This design comes from an exercise in tuning for small area, a short achievable clock period and few clock cycles on the open sky130 flow, not from production work. RTL that was checked went through simulation tests only; none was proved equivalent to the original. Function not checked in runs 2 and 3: the RTL went through the layout flow alone. No activity file was given, so power comes from the tool's default toggle rates.

==> design/flow/design.v <==
module flush_cvt_penc #(parameter LG = 7, parameter MSB = 1) (
    input  wire [(1<<LG)-1:0] v,
    output wire [LG-1:0]      pos,
    output wire               any
);
    genvar l, i;
    generate
        for (l = 1; l <= LG; l = l + 1) begin : lv
            wire [(1<<(LG-l))-1:0]   vv;
            wire [(1<<(LG-l))*l-1:0] pp;
            for (i = 0; i < (1 << (LG - l)); i = i + 1) begin : nd
                if (l == 1) begin : leaf
                    assign vv[i] = v[2*i+1] | v[2*i];
                    assign pp[i] = MSB ? v[2*i+1] : ~v[2*i];
                end else begin : node
                    wire vh = lv[l-1].vv[2*i+1];
                    wire vl = lv[l-1].vv[2*i];
                    wire [l-2:0] ph = lv[l-1].pp[(2*i+1)*(l-1) +: (l-1)];
                    wire [l-2:0] pl = lv[l-1].pp[(2*i)*(l-1) +: (l-1)];
                    assign vv[i] = vh | vl;
                    if (MSB) begin : hi
                        assign pp[i*l +: l] = vh ? {1'b1, ph} : {1'b0, pl};
                    end else begin : lo
                        assign pp[i*l +: l] = vl ? {1'b0, pl} : {1'b1, ph};
                    end
                end
            end
        end
    endgenerate
    assign pos = lv[LG].pp;
    assign any = lv[LG].vv[0];
endmodule
module flush_cvt_fmt (
    input  wire [3:0]        fmt,
    output wire [9:0]        oh,        
    output wire              is_int,
    output wire              known,
    output wire [4:0]        pm1,       
    output wire signed [7:0] emin
);
    assign oh[0] = (fmt == 4'h0);
    assign oh[1] = (fmt == 4'h1);
    assign oh[2] = (fmt == 4'h2);
    assign oh[3] = (fmt == 4'h3);
    assign oh[4] = (fmt == 4'h4);
    assign oh[5] = (fmt == 4'h5);
    assign oh[6] = (fmt == 4'h6);
    assign oh[7] = (fmt == 4'hD);
    assign oh[8] = (fmt == 4'hE);
    assign oh[9] = (fmt == 4'hF);
    assign is_int = oh[0] | oh[1] | oh[2];
    assign known  = |oh;
    assign pm1  = ({5{oh[3] | oh[5]}} & 5'd3)  | ({5{oh[4] | oh[6]}} & 5'd2)
                | ({5{oh[7]}} & 5'd10) | ({5{oh[8]}} & 5'd7) | ({5{oh[9]}} & 5'd23);
    assign emin = ({8{oh[3]}} & -8'sd6) | ({8{oh[4] | oh[7]}} & -8'sd14)
                | ({8{oh[6]}} & -8'sd2) | ({8{oh[8] | oh[9]}} & -8'sd126);
endmodule
module flush_cvt_cout (
    input  wire [31:0] a,
    input  wire [31:0] b,
    input  wire        ci,
    output wire        co
);
    wire [31:0] g0 = a & b;
    wire [31:0] p0 = a | b;
    genvar l, i;
    generate
        for (l = 1; l <= 5; l = l + 1) begin : lv
            wire [(32>>l)-1:0] g, p;
            for (i = 0; i < (32 >> l); i = i + 1) begin : nd
                if (l == 1) begin : leaf
                    assign g[i] = g0[2*i+1] | (p0[2*i+1] & g0[2*i]);
                    assign p[i] = p0[2*i+1] & p0[2*i];
                end else begin : node
                    assign g[i] = lv[l-1].g[2*i+1] | (lv[l-1].p[2*i+1] & lv[l-1].g[2*i]);
                    assign p[i] = lv[l-1].p[2*i+1] & lv[l-1].p[2*i];
                end
            end
        end
    endgenerate
    assign co = lv[5].g[0] | (lv[5].p[0] & ci);
endmodule
module flush_cvt_inc (
    input  wire [31:0] a,
    input  wire        ci,
    output wire [31:0] s
);
    genvar l, i;
    generate
        for (l = 0; l < 5; l = l + 1) begin : lv
            wire [31:0] pa;              
            for (i = 0; i < 32; i = i + 1) begin : nd
                if (l == 0) begin : first
                    if (i % 2 == 1) begin : odd
                        assign pa[i] = a[i] & a[i-1];
                    end else begin : even
                        assign pa[i] = a[i];
                    end
                end else begin : rest
                    if ((i >> l) % 2 == 1) begin : hi
                        assign pa[i] = lv[l-1].pa[i] & lv[l-1].pa[((i >> l) << l) - 1];
                    end else begin : keep
                        assign pa[i] = lv[l-1].pa[i];
                    end
                end
            end
        end
    endgenerate
    assign s = a ^ ({lv[4].pa[30:0], 1'b1} & {32{ci}});
endmodule
module flush_cvt_add7 (
    input  wire [6:0] a,
    input  wire [6:0] b,
    output wire [6:0] s
);
    wire [6:0] g0 = a & b;
    wire [6:0] p0 = a ^ b;
    wire [6:0] g1, p1;
    assign g1[0] = g0[0];                          assign p1[0] = p0[0];
    assign g1[1] = g0[1] | (p0[1] & g0[0]);        assign p1[1] = p0[1] & p0[0];
    assign g1[2] = g0[2];                          assign p1[2] = p0[2];
    assign g1[3] = g0[3] | (p0[3] & g0[2]);        assign p1[3] = p0[3] & p0[2];
    assign g1[4] = g0[4];                          assign p1[4] = p0[4];
    assign g1[5] = g0[5] | (p0[5] & g0[4]);        assign p1[5] = p0[5] & p0[4];
    assign g1[6] = g0[6];                          assign p1[6] = p0[6];
    wire [6:0] g2;
    assign g2[1:0] = g1[1:0];
    assign g2[2] = g1[2] | (p1[2] & g1[1]);
    assign g2[3] = g1[3] | (p1[3] & g1[1]);
    assign g2[5:4] = g1[5:4];
    assign g2[6] = g1[6] | (p1[6] & g1[5]);
    wire [6:0] p2;
    assign p2[4] = p1[4];
    assign p2[5] = p1[5];
    assign p2[6] = p1[6] & p1[5];
    wire [6:0] c;                                   
    assign c[3:0] = g2[3:0];
    assign c[4] = g2[4] | (p2[4] & g2[3]);
    assign c[5] = g2[5] | (p2[5] & g2[3]);
    assign c[6] = g2[6] | (p2[6] & g2[3]);
    assign s = p0 ^ {c[5:0], 1'b0};
endmodule
module flush_cvt_s1 (
    input  wire [94:0] x,          
    input  wire        neg,        
    input  wire [7:0]  level,
    input  wire [3:0]  fmt,
    output wire [63:0] win,        
    output wire        sticky,     
    output wire        hix,        
    output wire [8:0]  zexp        
);
    wire [9:0]         oh;
    wire               is_int, known;
    wire [4:0]         pm1;
    wire signed [7:0]  emin;
    flush_cvt_fmt u_fmt (.fmt(fmt), .oh(oh), .is_int(is_int), .known(known), .pm1(pm1),
                         .emin(emin));
    wire [6:0] q;
    wire       nz;
    flush_cvt_penc #(.LG(7), .MSB(1)) u_lead (.v({32'd0, x, neg}), .pos(q), .any(nz));
    wire [8:0] t    = 9'd80 - {level[7], level};
    wire [8:0] c_sb = {emin[7], emin} - {4'd0, pm1};                   
    wire [8:0] c_zb = 9'd32 - {emin[7], emin};                         
    wire [8:0] s_ls = t + (is_int ? 9'd0 : c_sb);
    wire [7:0] s_lc = s_ls[8] ? 8'd0 : (s_ls[7:0] > 8'd160) ? 8'd160 : s_ls[7:0];
    wire [6:0] s_nrm;                                                  
    flush_cvt_add7 u_add (.a(q), .b(7'd31 - {2'd0, pm1}), .s(s_nrm));
    wire [8:0] u    = t - c_zb;                                        
    wire [8:0] zb   = {2'd0, q} - u;
    wire       normal = nz & (u[8] | (~u[7] & (q > u[6:0])));
    wire       sel_l = is_int | ~normal;
    wire [7:0] s    = {sel_l & s_lc[7], sel_l ? s_lc[6:0] : s_nrm};
    assign hix = nz & (t[8] | (~t[7] & (q > t[6:0])));
    wire [318:0] t0 = {224'd0, x, {64{neg}}};
    wire [190:0] t7 = s[7] ? t0[128 +: 191] : t0[0 +: 191];
    wire [126:0] t6 = s[6] ? t7[64 +: 127]  : t7[0 +: 127];
    wire [94:0]  t5 = s[5] ? t6[32 +: 95]   : t6[0 +: 95];
    wire [78:0]  t4 = s[4] ? t5[16 +: 79]   : t5[0 +: 79];
    wire [70:0]  t3 = s[3] ? t4[8 +: 71]    : t4[0 +: 71];
    wire [66:0]  t2 = s[2] ? t3[4 +: 67]    : t3[0 +: 67];
    wire [64:0]  t1 = s[1] ? t2[2 +: 65]    : t2[0 +: 65];
    assign win      = s[0] ? t1[1 +: 64]    : t1[0 +: 64];
    wire d7 = s[7] & (neg ? ~(&x[63:0])   : (|x[63:0]));
    wire d6 = s[6] & (neg ? ~(&t7[63:0])  : (|t7[63:0]));
    wire d5 = s[5] & (neg ? ~(&t6[31:0])  : (|t6[31:0]));
    wire d4 = s[4] & (neg ? ~(&t5[15:0])  : (|t5[15:0]));
    wire d3 = s[3] & (neg ? ~(&t4[7:0])   : (|t4[7:0]));
    wire d2 = s[2] & (neg ? ~(&t3[3:0])   : (|t3[3:0]));
    wire d1 = s[1] & (neg ? ~(&t2[1:0])   : (|t2[1:0]));
    wire d0 = s[0] & (t1[0] ^ neg);
    assign sticky = d7 | d6 | d5 | d4 | d3 | d2 | d1 | d0;
    assign zexp = normal ? zb : 9'd0;
endmodule
module flush_cvt_s2 (
    input  wire [63:0] win,                 
    input  wire        neg,
    input  wire        sticky,
    input  wire        hix,
    input  wire [8:0]  zexp,
    input  wire [1:0]  tag,
    input  wire [3:0]  fmt,
    input  wire        sr,
    input  wire [31:0] rnd,
    output wire [31:0] data,
    output wire        overflow
);
    wire [9:0]         oh;
    wire               is_int, known;
    wire [4:0]         pm1;
    wire signed [7:0]  emin;
    flush_cvt_fmt u_fmt (.fmt(fmt), .oh(oh), .is_int(is_int), .known(known), .pm1(pm1),
                         .emin(emin));
    wire i4 = oh[0], i8 = oh[1], i32 = oh[2], e43 = oh[3], e52 = oh[4], e23 = oh[5],
         e32 = oh[6], h16 = oh[7], b16 = oh[8], s32 = oh[9];
    wire [31:0] n = win[63:32];             
    wire [31:0] f = win[31:0];
    wire        c = neg & ~sticky;          
    wire        inc_sr;
    flush_cvt_cout u_cout (.a(f), .b(rnd), .ci(c), .co(inc_sr));
    wire        f_lo1  = &f[30:0];
    wire        f_lo0  = ~|f[30:0];
    wire        inc_rn = c ? (f[31] | (f_lo1 & n[0]))
                           : (f[31] & (~f_lo0 | sticky | n[0]));
    wire        inc    = sr ? inc_sr : inc_rn;
    wire [31:0] zenc = ({32{e43 | e23}} & {25'd0, zexp[3:0], n[2:0]})
                     | ({32{e52 | e32}} & {25'd0, zexp[4:0], n[1:0]})
                     | ({32{h16}}       & {17'd0, zexp[4:0], n[9:0]})
                     | ({32{b16}}       & {17'd0, zexp[7:0], n[6:0]})
                     | ({32{s32}}       & {1'd0,  zexp[7:0], n[22:0]});
    wire ones2  = &n[1:0];
    wire ones3  = &n[2:0];
    wire ones7  = &n[6:0];
    wire ones10 = &n[9:0];
    wire ones23 = &n[22:0];
    wire e_gt   = (e23 & (zexp > 9'd3))  | (e32 & (zexp > 9'd7))  | (e43 & (zexp > 9'd15))
                | ((e52 | h16) & (zexp > 9'd30)) | ((b16 | s32) & (zexp > 9'd254));
    wire e_eq   = (e23 & (zexp == 9'd3)) | (e32 & (zexp == 9'd7)) | (e43 & (zexp == 9'd15))
                | ((e52 | h16) & (zexp == 9'd30)) | ((b16 | s32) & (zexp == 9'd254));
    wire m_max  = (e43 & (n[2:0] == 3'b110)) | ((e52 | e32) & ones2) | (e23 & ones3)
                | (h16 & ones10) | (b16 & ones7) | (s32 & ones23);
    wire m_big  = e43 & ones3;               
    wire fovf   = e_gt | (e_eq & (m_big | (m_max & inc)));
    wire [31:0] maxenc = ({32{e43}} & 32'h7E) | ({32{e52}} & 32'h7B) | ({32{e23 | e32}} & 32'h1F)
                       | ({32{h16}} & 32'h7BFF) | ({32{b16}} & 32'h7F7F) | ({32{s32}} & 32'h7F7F_FFFF);
    wire [31:0] signbit = ({32{e43 | e52}} & 32'h80) | ({32{e23 | e32}} & 32'h20)
                        | ({32{h16 | b16}} & 32'h8000) | ({32{s32}} & 32'h8000_0000);
    wire up_p  = i4 ? (|n[31:3])  : i8 ? (|n[31:7])  : n[31];    
    wire up_n  = i4 ? (|n[31:4])  : i8 ? (|n[31:8])  : 1'b0;     
    wire top_n = i4 ? n[3]        : i8 ? n[7]        : n[31];    
    wire lo1   = i4 ? ones3       : i8 ? ones7       : (&n[30:0]);
    wire lo0   = i4 ? ~(|n[2:0])  : i8 ? ~(|n[6:0])  : ~(|n[30:0]);
    wire iovf  = hix | (neg ? (up_n | (top_n & (~lo0 | inc)))
                            : (up_p | (lo1 & inc)));
    wire [31:0] imax = ({32{i4}} & 32'h7) | ({32{i8}} & 32'h7F) | ({32{i32}} & 32'h7FFF_FFFF);
    wire [31:0] imin = ({32{i4}} & 32'h8) | ({32{i8}} & 32'h80) | ({32{i32}} & 32'h8000_0000);
    wire [31:0] wmask = ({32{i4}} & 32'hF) | ({32{i8}} & 32'hFF) | {32{i32}};
    wire [31:0] add_a = is_int ? (n ^ {32{neg}}) : zenc;
    wire        add_c = is_int ? (inc ^ neg) : inc;
    wire [31:0] sum;
    flush_cvt_inc u_inc (.a(add_a), .ci(add_c), .s(sum));
    wire t_pinf = (tag == 2'd1), t_ninf = (tag == 2'd2), t_nan = (tag == 2'd3);
    wire [31:0] fp_inf = ({32{e43}} & 32'h7E) | ({32{e52}} & 32'h7C) | ({32{e23 | e32}} & 32'h1F)
                       | ({32{h16}} & 32'h7C00) | ({32{b16}} & 32'h7F80) | ({32{s32}} & 32'h7F80_0000);
    wire [31:0] fp_nan = ({32{e43}} & 32'h7F) | ({32{e52}} & 32'h7E)
                       | ({32{h16}} & 32'h7E00) | ({32{b16}} & 32'h7FC0) | ({32{s32}} & 32'h7FC0_0000);
    wire [31:0] d_spec = t_nan ? fp_nan
                       : is_int ? (t_pinf ? imax : imin)
                       : (fp_inf | (t_ninf ? signbit : 32'd0));
    wire        o_spec = is_int | e23 | e32 | (e43 & ~t_nan);
    wire [31:0] d_int = iovf ? (neg ? imin : imax) : (sum & wmask);
    wire [31:0] d_fp  = (fovf ? maxenc : sum) | (neg ? signbit : 32'd0);
    wire        spec  = t_pinf | t_ninf | t_nan;
    assign data     = ~known ? 32'd0 : spec ? d_spec : is_int ? d_int : d_fp;
    assign overflow = known & (spec ? o_spec : (is_int ? iovf : fovf));
endmodule
module flush_cvt_core (
    input  wire [95:0] acc,
    input  wire [1:0]  tag,
    input  wire [7:0]  level,
    input  wire [3:0]  fmt,
    input  wire        sr,
    input  wire [31:0] rnd,
    output wire [31:0] data,
    output wire        overflow
);
    wire [63:0] win;
    wire        neg, sticky, hix;
    wire [8:0]  zexp;
    assign neg = acc[95];
    flush_cvt_s1 u_s1 (.x(acc[94:0] ^ {95{neg}}), .neg(neg), .level(level), .fmt(fmt),
                       .win(win), .sticky(sticky), .hix(hix), .zexp(zexp));
    flush_cvt_s2 u_s2 (.win(win), .neg(neg), .sticky(sticky), .hix(hix),
                       .zexp(zexp), .tag(tag), .fmt(fmt), .sr(sr), .rnd(rnd),
                       .data(data), .overflow(overflow));
endmodule
module flush_cvt (
    input  wire        clk,
    input  wire        rst,
    input  wire        in_valid,
    output wire        in_ready,
    input  wire [95:0] in_acc,
    input  wire [1:0]  in_tag,
    input  wire [7:0]  in_level,
    input  wire [3:0]  in_fmt,
    input  wire        in_sr,
    input  wire [31:0] in_rand,
    output reg         out_valid,
    output reg  [31:0] out_data,
    output reg         out_overflow
);
    assign in_ready = 1'b1;
    reg        v1;
    reg [94:0] x1;         
    reg        neg1;       
    reg [1:0]  tag1;
    reg [7:0]  level1;
    reg [3:0]  fmt1;
    reg        sr1;
    reg [31:0] rnd1;
    always @(posedge clk) begin
        if (rst) v1 <= 1'b0;
        else     v1 <= in_valid;
        x1     <= in_acc[94:0] ^ {95{in_acc[95]}};
        neg1   <= in_acc[95];
        tag1   <= in_tag;
        level1 <= in_level;
        fmt1   <= in_fmt;
        sr1    <= in_sr;
        rnd1   <= in_rand;
    end
    wire [63:0] win;
    wire        sticky, hix;
    wire [8:0]  zexp;
    flush_cvt_s1 u_s1 (.x(x1), .neg(neg1), .level(level1), .fmt(fmt1), .win(win),
                       .sticky(sticky), .hix(hix), .zexp(zexp));
    reg        v2;
    reg [63:0] win2;
    reg        neg2, sticky2, hix2;
    reg [8:0]  zexp2;
    reg [1:0]  tag2;
    reg [3:0]  fmt2;
    reg        sr2;
    reg [31:0] rnd2;
    always @(posedge clk) begin
        if (rst) v2 <= 1'b0;
        else     v2 <= v1;
        win2    <= win;
        neg2    <= neg1;
        sticky2 <= sticky;
        hix2    <= hix;
        zexp2   <= zexp;
        tag2    <= tag1;
        fmt2    <= fmt1;
        sr2     <= sr1;
        rnd2    <= rnd1;
    end
    wire [31:0] data;
    wire        overflow;
    flush_cvt_s2 u_s2 (.win(win2), .neg(neg2), .sticky(sticky2), .hix(hix2),
                       .zexp(zexp2), .tag(tag2), .fmt(fmt2), .sr(sr2), .rnd(rnd2),
                       .data(data), .overflow(overflow));
    always @(posedge clk) begin
        if (rst) out_valid <= 1'b0;
        else     out_valid <= v2;
        out_data     <= data;
        out_overflow <= overflow;
    end
endmodule
==> design/flow/flow/run.sh <==
#!/bin/bash
# Standard layout (standard.sh, the standard flow's own ORFS run) with these changes:
#  - synthesis maps with flow/area.abc (ABC's &nf mapper) instead of ORFS's
#    ABC script; the rest of synthesis is synth_recipe.tcl unchanged, so the
#    registers and their names are those of the standard synthesis;
#  - ports are buffered with buf_1 cells instead of clkdlybuf4s50_1;
#  - clock tree: larger sink clusters driven by clkbuf_8, no dummy loads;
#  - timing repair aims for setup slack above SETUP_SLACK_MARGIN.
# make's output goes to make.log here; ORFS keeps each step's log under
# orfs/logs/.
set -euo pipefail
HERE=$(pwd)
export MY_ABC_SCRIPT=$HERE/flow/area.abc
export FLOW_SYNTH_TCL=$HERE/synth_recipe.tcl
bash standard.sh finish SYNTH_SCRIPT=$HERE/flow/synth.tcl \
  SETUP_SLACK_MARGIN=26.2 \
  "BUFFER_PORTS_ARGS=-buffer_cell sky130_fd_sc_hd__buf_1" \
  "CTS_ARGS=-sink_clustering_enable -repair_clock_nets -dont_use_dummy_load -root_buf sky130_fd_sc_hd__clkbuf_16 -buf_list sky130_fd_sc_hd__clkbuf_8 -sink_clustering_size 16 -sink_clustering_max_diameter 60" \
  > make.log 2>&1
==> design/flow/flow/area.abc <==
strash
&get -n
&fraig -x
&put
scorr
dc2
strash
&get -n
&dch -f
&nf
&put
==> design/flow/flow/synth.tcl <==
# synth_recipe.tcl, with the liberty mapping done by our ABC script.
proc abc {args} {
  set i [lsearch -exact $args -script]
  if {$i >= 0} { set args [lreplace $args $i [expr {$i + 1}]] }
  set j [lsearch -exact $args -D]
  if {$j >= 0} { set args [lreplace $args $j [expr {$j + 1}]] }
  yosys abc -script $::env(MY_ABC_SCRIPT) {*}$args
}
source $::env(FLOW_SYNTH_TCL)
==> design/flow/standard.sh <==
#!/bin/bash
# synth_recipe.tcl (not shown) runs the flow's synth.tcl, then flattens the netlist and writes it again
# the make line also repeats each setting of config.mk as NAME=value (left out here)
make -C /OpenROAD-flow-scripts/flow DESIGN_CONFIG=/design/flow/config.mk WORK_HOME=/design/flow/orfs CLKGATE_MAP_FILE= SYNTH_SCRIPT=/design/flow/synth_recipe.tcl "${@:-finish}"
==> design/flow/config.mk <==
export PLATFORM = sky130hd
export DESIGN_NAME = flush_cvt
export DESIGN_NICKNAME = flush_cvt
export VERILOG_FILES = /design/flow/design.v
export SDC_FILE = /design/flow/constraint.sdc
export NUM_CORES = 4
export LEC_CHECK = 0
export CAP_MARGIN = 20
export CORE_MARGIN = 2
export CORE_UTILIZATION = 60
export PLACE_DENSITY = 0.75
export SLEW_MARGIN = 20
==> design/flow/constraint.sdc <==
create_clock -name core_clock -period 34.0 [get_ports {clk}]
set_input_delay 6.8000 -clock core_clock [delete_from_list [all_inputs] [get_ports {clk}]]
set_output_delay 6.8000 -clock core_clock [all_outputs]
set_load 0.01 [all_outputs]
==> results of run 1 <==
synthesized netlist by cell type (9+ instances only):
| master | number |
|---|---|
| nor2_1 | 238 |
| or4_1 | 9 |
| clkinv_1 | 56 |
| a31oi_1 | 64 |
| a22oi_1 | 16 |
| dfxtp_1 | 294 |
| a221oi_1 | 13 |
| a32oi_1 | 16 |
| and2_0 | 9 |
| o22ai_1 | 29 |
| ha_1 | 45 |
| or3_1 | 11 |
| nor3_1 | 55 |
| nor2b_1 | 21 |
| nand4_1 | 48 |
| xor2_1 | 103 |
| nand2_1 | 205 |
| or2_0 | 23 |
| o21ai_0 | 148 |
| nand2b_1 | 15 |
| mux2i_1 | 292 |
| nor4_1 | 56 |
| nand3_1 | 62 |
| a211oi_1 | 11 |
| and3_1 | 10 |
| a21oi_1 | 189 |
| xnor2_1 | 31 |
metal layers:
layer | global-route usage (%) | up-vias | routed length, µm
li1 | - | 8693 | -
met5 | 0 | - | 0
met4 | 16.1 | 0 | 3150
met1 | 48.9 | 8542 | 24900
met3 | 4.69 | 202 | 5840
met2 | 55.2 | 1163 | 26000
layout make-up:
cell class	count	area [µm²]	area share [%]
multi-input combinational	1836	12300	60.0
sequential	294	5900	28.8
timing repair buffer	222	1210	5.89
tap	390	488	2.38
clock buffer	26	392	1.91
inverter	56	211	1.03
power by group through the flow:
stage | logic (W) | registers, W | clock network (W)
after global routing | 0.00193 | 0.000531 | 0.000200
after global placement | 0.00161 | 0.000522 | 0
final | 0.00180 | 0.000524 | 0.000184
after floorplan | 0.00126 | 0.000495 | 0
after CTS | 0.00168 | 0.000517 | 0.000188
after detailed placement | 0.00165 | 0.000525 | 0
kinds of logic after synthesis:
| logic type | after synthesis | synth area share (%) |
|---|---|---|
| adders and majority gates | 52 | 3.90 |
| muxes | 295 | 16.4 |
| other | 1 | 0.0208 |
| and+or+nand+nor | 770 | 19.9 |
| buffers and inverters | 57 | 1.21 |
| DFF | 294 | 32.6 |
| xor gates and xnor gates | 134 | 6.50 |
| AOI/OAI and AO/OA | 578 | 19.5 |
flip-flops by register name (all words and copies together) (netlist names), 4 cells and up:
signal	flops
out_data	32
level1	8
rnd2	32
fmt2	4
fmt1	4
win2	64
zexp2	9
x1	95
rnd1	32
timing repair:
action | in CTS | in global routing
cloned | 3 | 6
buffers inserted | 1 | 21
resized for setup | 48 | 82
endpoints found under the hold margin | 0 | 0
endpoints found under the setup margin | 160 | 95
pin swaps | 3 | 13
placed cells by master, fill, tap and decap left out, types with 29 or more instances in the layout:
cell	synthesis	routed
a21oi_1	189	180
a31oi_1	64	63
buf_1	0	146
buf_4	1	33
clkinv_1	56	54
dfxtp_1	294	282
ha_1	45	45
mux2i_1	292	290
nand2_1	205	202
nand3_1	62	61
nand4_1	48	48
nor2_1	238	231
nor3_1	55	51
nor4_1	56	52
o21ai_0	148	132
o22ai_1	29	29
xnor2_1	31	29
xor2_1	103	102
metrics by stage:
step	setup WS [ns]	hold slack (ns)	std cells	instance area, µm²
final	26.23	0.326	2824	20500
after global routing	26.15	0.326	2824	20500
after CTS	26.00	0.330	2797	20100
after detailed placement	25.15	0.312	2767	19500
after global placement	25.48	0.310	2767	19500
after floorplan	25.25	0.310	2181	18100
worst paths after layout:
check                    startpoint               to  slack (ns)  cells past startpoint
max          out_data[5]$_SDFF_PN0_      out_data[5]       26.23                      1
min                 rnd1[3]$_DFF_P_  rnd2[3]$_DFF_P_        0.33                      0
max reg2reg          x1[25]$_DFF_P_  sticky2$_DFF_P_       26.49                     38
min reg2reg         rnd1[3]$_DFF_P_  rnd2[3]$_DFF_P_        0.33                      0
==> flow_metrics.tcl, run 1 <==
set metrics [dict create \
    tritoncts "yes" \
    end_kind "output port" \
    crit_fanout 1 \
    p_clk_share_pct 7.3 \
    p_seq_share_pct 20.9 \
    cp.arrival_ns 0.97 \
    syn_inst 2181 \
    die_area_mm2 0.0315 \
    setup_violations 0 \
    clockRootBuffer "clkbuf_16" \
    drtIter0Drc 2630 \
    first_pass_iters 8 \
    initial_core_util_pct 60.9 \
    yosys_warnings 1 \
    cts_sinks 294 \
    synthFlopType "dfxtp_1" \
    timing.setup.tns_ns 0 \
    vdd_drop_max_uv 79.4 \
    powerDensity_mw_per_mm2 122 \
    worst_pin_slew_ns 1.08 \
    slowest_stage "dfxtp_1" \
    overflow 0 \
    cts_buffers 26 \
    place_congestion 1.02 \
    cap_violations 0 \
    critPathMaxStageDelay_ns 0.31 \
    cts_hold_buf 0 \
    grt_pass1_wl_mm 89.4 \
    combinationalPowerShare_pct 71.7 \
    finalWirelength_mm 59.8 \
    netlist-cell-type-count 61 \
    power.leakage_nw 8.27 \
    slew_viol_final 0 \
    worstSetupPathType "flop to output port" \
    rsz0062_at_grt "yes" \
    start_kind "flop" \
    max_slew_margin_pct 28.2 \
    drc 0 \
    max_freq_mhz 129 \
    yosysSeqAreaShare_pct 32.6 \
    status "finished clean" \
    antenna_found_initial 0 \
    drive_gt1_share_pct 7.11 \
    htree_levels 1 \
    cp_top_family "flip-flops" \
    yosysTopAreaCell "dfxtp_1" \
    fin_nets 2634 \
    grt_usage_pct 35.5 \
    cp_cell_sequence "buf_1" \
    swShare_pct 53.3 \
    wl_per_cell_um 21.2 \
    p_int_w 0.00117 \
    finalCritPeriodShare_pct 22.9 \
    vias_per_cell 6.59 \
    crit_buf_inv 1 \
    fp.dieH_um 177 \
    syn_area_mm2 0.0180 \
    diodes 0 \
    utilization_pct 69.3 \
    ant_nets 0 \
    async_flop_share_pct 0 \
    synth_top_area_share_pct 32.6 \
    synth_seq_cells 294 \
    hpwlAfterDp_mm 45.0 \
    syn_avg_cell_area_um2 8.28 \
    critPathRequiredTime_ns 27.20 \
    vias 18600 \
    syn-num-nets 2379 \
    io_pins 181 \
    insertion_delay_ns 0.53 \
    clk_pin_slew_worst_paths_ns 0.09 \
    p_total_w 0.00251 \
    numPortBuffers 179 \
    switchingPower_w 0.00134 \
    die_x_um 177 \
    fp.coreArea_mm2 0.0296 \
    min_period_ns 7.77 \
    finalHoldViolCount 0 \
    clock_skew_ns 0.0642 \
    fill_cells 2432 \
    synth-edff-count 0 \
    grt_max_degree 80 \
    grt_pass1_vias 16700 \
    syn_to_final_growth_pct 13.7 \
    holdCritPathClass "flop to flop" \
    clockBufferDepth 3 \
    rows 63 \
    synth.top_cells.by_area "dfxtp_1 (33%), mux2i_1 (16%), a21oi_1 (5.2%)" \
]
Testbench counts, summed over its fixed seeds: cycles 16,024.
==> run 2: changes to the inputs <==
--- a/design/flow/design.v
+++ b/design/flow/design.v
@@ -145,2 +145,3 @@
     input  wire        neg,        
+    input  wire        lo_nz,      
     input  wire [7:0]  level,
@@ -175,4 +176,5 @@
     wire [318:0] t0 = {224'd0, x, {64{neg}}};
-    wire [190:0] t7 = s[7] ? t0[128 +: 191] : t0[0 +: 191];
-    wire [126:0] t6 = s[6] ? t7[64 +: 127]  : t7[0 +: 127];
+    wire [126:0] t6 = ({127{s[7]}}         & t0[128 +: 127])
+                    | ({127{s[6]}}         & t0[64 +: 127])
+                    | ({127{~s[7] & ~s[6]}} & t0[0 +: 127]);
     wire [94:0]  t5 = s[5] ? t6[32 +: 95]   : t6[0 +: 95];
@@ -183,4 +185,3 @@
     assign win      = s[0] ? t1[1 +: 64]    : t1[0 +: 64];
-    wire d7 = s[7] & (neg ? ~(&x[63:0])   : (|x[63:0]));
-    wire d6 = s[6] & (neg ? ~(&t7[63:0])  : (|t7[63:0]));
+    wire d7 = s[7] & lo_nz;
     wire d5 = s[5] & (neg ? ~(&t6[31:0])  : (|t6[31:0]));
@@ -191,3 +192,3 @@
     wire d0 = s[0] & (t1[0] ^ neg);
-    assign sticky = d7 | d6 | d5 | d4 | d3 | d2 | d1 | d0;
+    assign sticky = d7 | d5 | d4 | d3 | d2 | d1 | d0;
     assign zexp = normal ? zb : 9'd0;
@@ -290,3 +291,4 @@
     assign neg = acc[95];
-    flush_cvt_s1 u_s1 (.x(acc[94:0] ^ {95{neg}}), .neg(neg), .level(level), .fmt(fmt),
+    flush_cvt_s1 u_s1 (.x(acc[94:0] ^ {95{neg}}), .neg(neg), .lo_nz(|acc[63:0]),
+                       .level(level), .fmt(fmt),
                        .win(win), .sticky(sticky), .hix(hix), .zexp(zexp));
@@ -315,2 +317,3 @@
     reg        neg1;       
+    reg        lo_nz1;     
     reg [1:0]  tag1;
@@ -325,2 +328,3 @@
         neg1   <= in_acc[95];
+        lo_nz1 <= |in_acc[63:0];
         tag1   <= in_tag;
@@ -334,3 +338,3 @@
     wire [8:0]  zexp;
-    flush_cvt_s1 u_s1 (.x(x1), .neg(neg1), .level(level1), .fmt(fmt1), .win(win),
+    flush_cvt_s1 u_s1 (.x(x1), .neg(neg1), .lo_nz(lo_nz1), .level(level1), .fmt(fmt1), .win(win),
                        .sticky(sticky), .hix(hix), .zexp(zexp));
==> run 2 against run 1 <==
Via count down 2.5%. Synthesized area is 1.6% lower. Highest routed layer unchanged. Critical path depth did not move. Clock skew down 0.0076 ns. Synthesized cell count decreased by 4.5%. Combinational power is essentially flat. Non-clock buffer count increased by 19. Die area is 1.6% lower. Sequential power barely moved.
==> flow_metrics.tcl, run 2 <==
set metrics [dict create \
    status "finished clean" \
    fp.coreArea_mm2 0.0289 \
    power.leakage_nw 8.22 \
    syn_avg_cell_area_um2 8.53 \
    worst_pin_slew_ns 1.05 \
    placed_area_mm2 0.0192 \
    final_cells 2737 \
    ant_nets 0 \
    slowest_stage "dfxtp_1" \
    holdCritPathClass "flop to flop" \
    syn_inst 2083 \
    hpwlAfterDp_mm 45.0 \
    end_kind "output port" \
    grt_usage_pct 37.3 \
    cts_hold_buf 0 \
    place_congestion 1.02 \
    dpl.cell_count 2663 \
    rsz0062_at_grt "yes" \
    netlist-cell-type-count 58 \
    drive_gt1_share_pct 9.26 \
    first_pass_iters 13 \
    finalHoldViolCount 0 \
    stdcell_area_mm2 0.0206 \
    htree_levels 1 \
    yosysMostFrequentCell "dfxtp_1" \
    fp.dieH_um 176 \
    tritoncts "yes" \
    grt_max_degree 91 \
    rows 62 \
    critPathRequiredTime_ns 27.20 \
    start_kind "flop" \
    vias_per_cell 6.63 \
    regMostFlops "x1" \
    slew_viol_final 0 \
    min_period_ns 7.78 \
    synth-edff-count 0 \
    synth-simple-area-share_pct 17.8 \
    numPortBuffers 179 \
    syn_area_mm2 0.0178 \
    synth_compound_area_share_pct 22.0 \
    synth.top_cells.by_area "dfxtp_1 (33%), mux2i_1 (15%), xor2_1 (5.1%)" \
    setup_violations 0 \
    cts_sinks 295 \
    syn_to_final_growth_pct 15.8 \
    wl_per_cell_um 22.1 \
    yosysTopAreaCell "dfxtp_1" \
    clk_pin_slew_worst_paths_ns 0.10 \
    grt_pass1_wl_mm 92.6 \
    timing.setup.tns_ns 0 \
    synthFlopType "dfxtp_1" \
    drc 0 \
    top_regs "x1 x95, win2 x64" \
    clockRootBuffer "clkbuf_16" \
    die_x_um 176 \
    hold_end "rnd2[15]$_DFF_P_" \
    antenna_found_initial 0 \
    r2r_slack_ns 26.40 \
    initial_core_util_pct 61.4 \
    critPathMaxStageDelay_ns 0.32 \
    final_common_cell "dfxtp_1" \
    die_area_mm2 0.0310 \
    fin_nets 2553 \
    finalWirelength_mm 60.6 \
    r2r-start "x1[13]$_DFF_P_" \
    clockBufferDepth 3 \
    insertion_delay_ns 0.54 \
    drtIter0Drc 2499 \
    io_pins 181 \
    cp.arrival_ns 0.98 \
    synthMuxAreaShare_pct 15.1 \
    synth_commonest_cells "dfxtp_1 (295), mux2i_1 (265), nor2_1 (189), nand2_1 (182), a21oi_1 (163)" \
    grt_pass1_vias 16900 \
    largest_reg_flops 95 \
    cp_top_family "flip-flops" \
    synth_xor_area_share_pct 6.46 \
    mostFrequentLayoutCells "dfxtp_1 (282), mux2i_1 (265), nor2_1 (186), nand2_1 (180), buf_1 (151)" \
    diodes 0 \
    yosys_warnings 1 \
    overflow 0 \
    fill_cells 2305 \
    crit_fanout 1 \
    cap_violations 0 \
    hold_depth 0 \
    cp_cell_sequence "buf_2" \
    max_slew_margin_pct 29.8 \
    crit_buf_inv 1 \
    clock_skew_ns 0.0566 \
    r2r_end "sticky2$_DFF_P_" \
    vdd_drop_max_uv 87.9 \
    async_flop_share_pct 0 \
    synthAdderAreaFrac_pct 3.96 \
    hp-start "rnd1[15]$_DFF_P_" \
    yosysSeqAreaShare_pct 33.3 \
    reg2reg_depth 36 \
    synth_seq_cells 295 \
    worstSetupPathType "flop to output port" \
    syn-num-nets 2281 \
    hold_slack_ns 0.331 \
    finalCritPeriodShare_pct 22.9 \
    max_freq_mhz 129 \
    powerDensity_mw_per_mm2 121 \
    synth_top_area_share_pct 33.3 \
    synth_top_family_by_area "compound AO/OA/AOI/OAI gates" \
    cts_buffers 27 \
    vias 18100 \
]
==> run 2: kinds of logic (layout without fill, tap and decap cells) <==
group           after synthesis  count (layout)
compound gates              607             609
xor+xnor                    131             131
fa+ha+maj                    52              52
buf+inv                      62             329
flops                       295             295
mux                         268             268
other cells                   1               1
simple gates                667             668
==> run 2: worst max-delay path by stage <==
stage | to | depth (start not counted) | start | slack, ns
floorplan | sticky2$_DFF_P_ | 34 | x1[92]$_DFF_P_ | 24.17
global placement | sticky2$_DFF_P_ | 37 | x1[30]$_DFF_P_ | 24.82
detailed placement | sticky2$_DFF_P_ | 37 | x1[30]$_DFF_P_ | 24.57
CTS | sticky2$_DFF_P_ | 36 | x1[30]$_DFF_P_ | 26.03
global route | sticky2$_DFF_P_ | 36 | x1[13]$_DFF_P_ | 26.07
finish | out_data[18] | 1 | out_data[18]$_SDFF_PN0_ | 26.22
==> run 2: layout make-up <==
type / count / area, µm² / share of cell area [%]
inverters: 61 / 230 / 1.12
well taps: 384 / 480 / 2.34
multi-input cells: 1729 / 12200 / 59.3
flip-flops and latches: 295 / 5920 / 28.8
repair buffers: 241 / 1330 / 6.46
clock buffers: 27 / 405 / 1.97
==> run 2: through the flow <==
step	utilization [%]	power, W	setup WS [ns]
floorplan	-	0.00170	24.17
global placement	66.5	0.00208	24.82
detailed placement	66.5	0.00213	24.57
CTS	68.7	0.00237	26.03
global route	71.1	0.00263	26.07
finish	71.1	0.00249	26.22
==> run 2: routing by layer <==
layer	GRT usage (%)	routed length (µm)	vias up	share of wire, %
li1	-	-	8415	-
met5	0	0	-	0
met3	6.42	5790	185	9.6
met2	59.2	26700	1125	44
met1	50.8	25500	8416	42
met4	13.8	2570	0	4.2
==> run 2: where the power goes <==
part	total [W]	internal, W	switching (W)
clock	0.000189	0.0000788	0.000110
sequential	0.000526	0.000432	0.0000932
combinational	0.00177	0.000651	0.00112
total	0.00249	0.00116	0.00133
==> run 2: what timing repair did <==
action                                  in CTS  in global routing
endpoints found under the setup margin     148                 86
gates resized for setup                     47                 92
setup buffers                                4                 36
pin swaps                                    6                 28
gates cloned                                 3                  4
==> run 3: changes to the inputs <==
--- a/design/flow/flow/run.sh
+++ b/design/flow/flow/run.sh
@@ -15,3 +15,3 @@
 bash standard.sh finish SYNTH_SCRIPT=$HERE/flow/synth.tcl \
-  SETUP_SLACK_MARGIN=26.2 \
+  SETUP_SLACK_MARGIN=26.1 \
   "BUFFER_PORTS_ARGS=-buffer_cell sky130_fd_sc_hd__buf_1" \
==> run 3 against run 2 <==
Clock skew barely moved. Register-to-register slack got worse by 0.13 ns. Synthesized cell count did not move. Fmax fell by 0.70%. Critical path depth rose by 2. Final area fell by 1.1%. Via count fell by 0.52%. Cell count fell by 0.55%. Worst hold slack barely moved. Sequential share of layout area rose by 0.28 points. Flip-flop and latch count did not move. Critical path type is now input pin to flop. Largest power group unchanged.
==> flow_metrics.tcl, run 3 <==
set metrics [dict create \
    rsz0062_at_grt "no" \
    rows 62 \
    cp.arrival_ns 8.22 \
    highest_layer "met4" \
    vdd_drop_max_uv 87.2 \
    regMostFlops "x1" \
    fin_nets 2538 \
    syn_area_mm2 0.0178 \
    min_period_ns 7.83 \
    finalCritPeriodShare_pct 23.0 \
    cts_buffers 27 \
    synthFlopType "dfxtp_1" \
    clockBufferDepth 3 \
    max_freq_mhz 128 \
    synth_commonest_cells "dfxtp_1 (295), mux2i_1 (265), nor2_1 (189), nand2_1 (182), a21oi_1 (163)" \
    r2r-start "x1[69]$_DFF_P_" \
    synth-edff-count 0 \
    clock_skew_ns 0.0568 \
    antenna_found_initial 0 \
    synth_top_area_share_pct 33.3 \
    syn_inst 2083 \
    yosys_warnings 1 \
    max_slew_margin_pct 31.0 \
    grt_usage_pct 37.3 \
    ant_nets 0 \
    timing.setup.tns_ns 0 \
    final_common_cell "dfxtp_1" \
    finalWirelength_mm 60.3 \
    wl_per_cell_um 22.2 \
    crit_fanout 70 \
    wl_met2_mm 26.6 \
    first_pass_iters 9 \
    wl_met3_mm 5.91 \
    hold_end "rnd2[12]$_DFF_P_" \
    synth.top_cells.by_area "dfxtp_1 (33%), mux2i_1 (15%), xor2_1 (5.1%)" \
    numPortBuffers 179 \
    power.leakage_nw 8.03 \
    hold_depth 0 \
    die_area_mm2 0.0310 \
    grt_pass1_vias 16900 \
    worst_pin_slew_ns 1.03 \
    syn_avg_cell_area_um2 8.53 \
    hp-start "rnd1[12]$_DFF_P_" \
    cap_violations 0 \
    status "finished clean" \
    end_kind "flop" \
    io_pins 181 \
    grt_pass1_wl_mm 92.6 \
    syn-num-nets 2281 \
    largest_reg_flops 95 \
    cts_hold_buf 0 \
    place_congestion 1.02 \
    fp.coreArea_mm2 0.0289 \
    drive_gt1_share_pct 6.93 \
    cts_sinks 295 \
    drtIter0Drc 2399 \
    fp.dieH_um 176 \
    holdCritPathClass "flop to flop" \
    r2r_slack_ns 26.27 \
    diodes 0 \
    mostFrequentLayoutCells "dfxtp_1 (288), mux2i_1 (265), nor2_1 (186), nand2_1 (181), buf_1 (178)" \
    fill_cells 2331 \
    vias_per_cell 6.63 \
    crit_buf_inv 2 \
    setup_violations 0 \
    vias 18000 \
    critPathRequiredTime_ns 34.38 \
    die_x_um 176 \
    clockRootBuffer "clkbuf_16" \
    clk_pin_slew_worst_paths_ns 0.08 \
    worstSetupPathType "input pin to flop" \
    grt_max_degree 91 \
    htree_levels 1 \
    yosysSeqAreaShare_pct 33.3 \
    synth_seq_cells 295 \
    async_flop_share_pct 0 \
    overflow 0 \
    r2r_end "sticky2$_DFF_P_" \
    p_total_w 0.00247 \
    yosysTopAreaCell "dfxtp_1" \
    cp_cell_sequence "clkbuf_4, buf_6, xor2_1" \
    initial_core_util_pct 61.4 \
    critPathMaxStageDelay_ns 0.62 \
    insertion_delay_ns 0.53 \
    top_regs "x1 x95, win2 x64" \
    syn_to_final_growth_pct 14.5 \
    reg2reg_depth 32 \
    finalHoldViolCount 0 \
    slowest_stage "buf_6" \
    tritoncts "yes" \
    start_kind "input pin" \
    netlist-cell-type-count 58 \
    yosysMostFrequentCell "dfxtp_1" \
    powerDensity_mw_per_mm2 122 \
    cp_top_family "buffers and inverters" \
    drc 0 \
    slew_viol_final 0 \
    hpwlAfterDp_mm 45.0 \
    wl_met1_mm 25.2 \
]
## run 3: final cells by class
cell class | count | area, µm² | area share [%]
multi-input cells | 1729 | 12100 | 59.7
flip-flops and latches | 295 | 5910 | 29.1
repair buffers | 226 | 1160 | 5.71
well taps | 384 | 480 | 2.36
clock buffers | 27 | 405 | 1.99
inverters | 61 | 230 | 1.13
## run 3: logic make-up after synthesis
logic type	Yosys count	synth area share, %
simple gates	667	17.8
compound gates	607	22.0
flops	295	33.3
fa+ha+maj	52	3.96
mux	268	15.1
buf+inv	62	1.33
other cells	1	0.0211
xor+xnor	131	6.46
## run 3: where the power goes
| group | internal, W | switching, W |
|---|---|---|
| Combinational | 0.000642 | 0.00112 |
| Sequential | 0.000432 | 0.0000930 |
| Clock | 0.0000788 | 0.000110 |
| Total | 0.00115 | 0.00132 |
## run 3: worst max path at each step
stage,from,end,slack [ns],depth (start not counted)
after floorplan,x1[92]$_DFF_P_,sticky2$_DFF_P_,24.17,34
after global routing,x1[94]$_DFF_P_,sticky2$_DFF_P_,26.08,34
after detailed placement,x1[30]$_DFF_P_,sticky2$_DFF_P_,24.57,37
after CTS,x1[30]$_DFF_P_,sticky2$_DFF_P_,26.03,36
final,in_acc[95],x1[48]$_DFF_P_,26.17,3
after global placement,x1[30]$_DFF_P_,sticky2$_DFF_P_,24.82,37
## run 3: per-stage QoR
step                      instance area, µm²  setup slack, ns  instances  util, %  hold WS (ns)
after floorplan                        17900            24.17       2083        -         0.310
after global placement                 19200            24.82       2663     66.5         0.311
after detailed placement               19200            24.57       2663     66.5         0.312
after CTS                              19900            26.03       2697     68.7         0.334
after global routing                   20300            26.08       2722     70.3         0.337
final                                  20300            26.17       2722     70.3         0.331
## run 3: what timing repair did
action | in CTS | in global routing
buffers inserted | 4 | 22
gates cloned | 3 | 3
endpoints found under the hold margin | 0 | 0
endpoints found under the setup margin | 75 | 46
gates resized for setup | 30 | 60
pin swaps | 6 | 21
## run 3: layer usage
layer	GRT usage (%)	vias up
met5	0	-
met4	13.8	0
met3	6.42	200
met2	59.2	1080
met1	50.8	8357
li1	-	8410

[port drivers added, routing unchanged]
No port has a modelled driver above. Below, the same layouts with a new extraction and two added sets of constraints.
Step 1: set_driving_cell puts a clkbuf_16 on clk and a buf_2 on each other input, an assumption about the parent block.
Step 2 times the ports against the registers' clock, not the clock port: input delays grow and output delays shrink by t, the midpoint of the rising clock arrivals with the driver on.
Three values: ideal ports, drivers, drivers and shift; two values: the first two.
| run | shift t [ns] | slack for setup (ns) | worst setup path after step 2 | worst register clock-pin slew, ns | cell pins on the clock port's net |
|---|---|---|---|---|---|
| run 1 | 0.555 | 26.228 / 26.169 / 25.844 | input to register | 0.10 / 0.10 | 1 |
| run 2 | 0.564 | 26.222 / 26.167 / 25.749 | input to register | 0.10 / 0.10 | 1 |
| run 3 | 0.561 | 26.167 / 26.140 / 25.636 | input to register | 0.10 / 0.10 | 1 |
After both steps setup and hold are still met in every run listed. For run 3, which loses most, drivers alone change the setup slack by -0.027 ns; drivers and shift together by -0.531 ns.
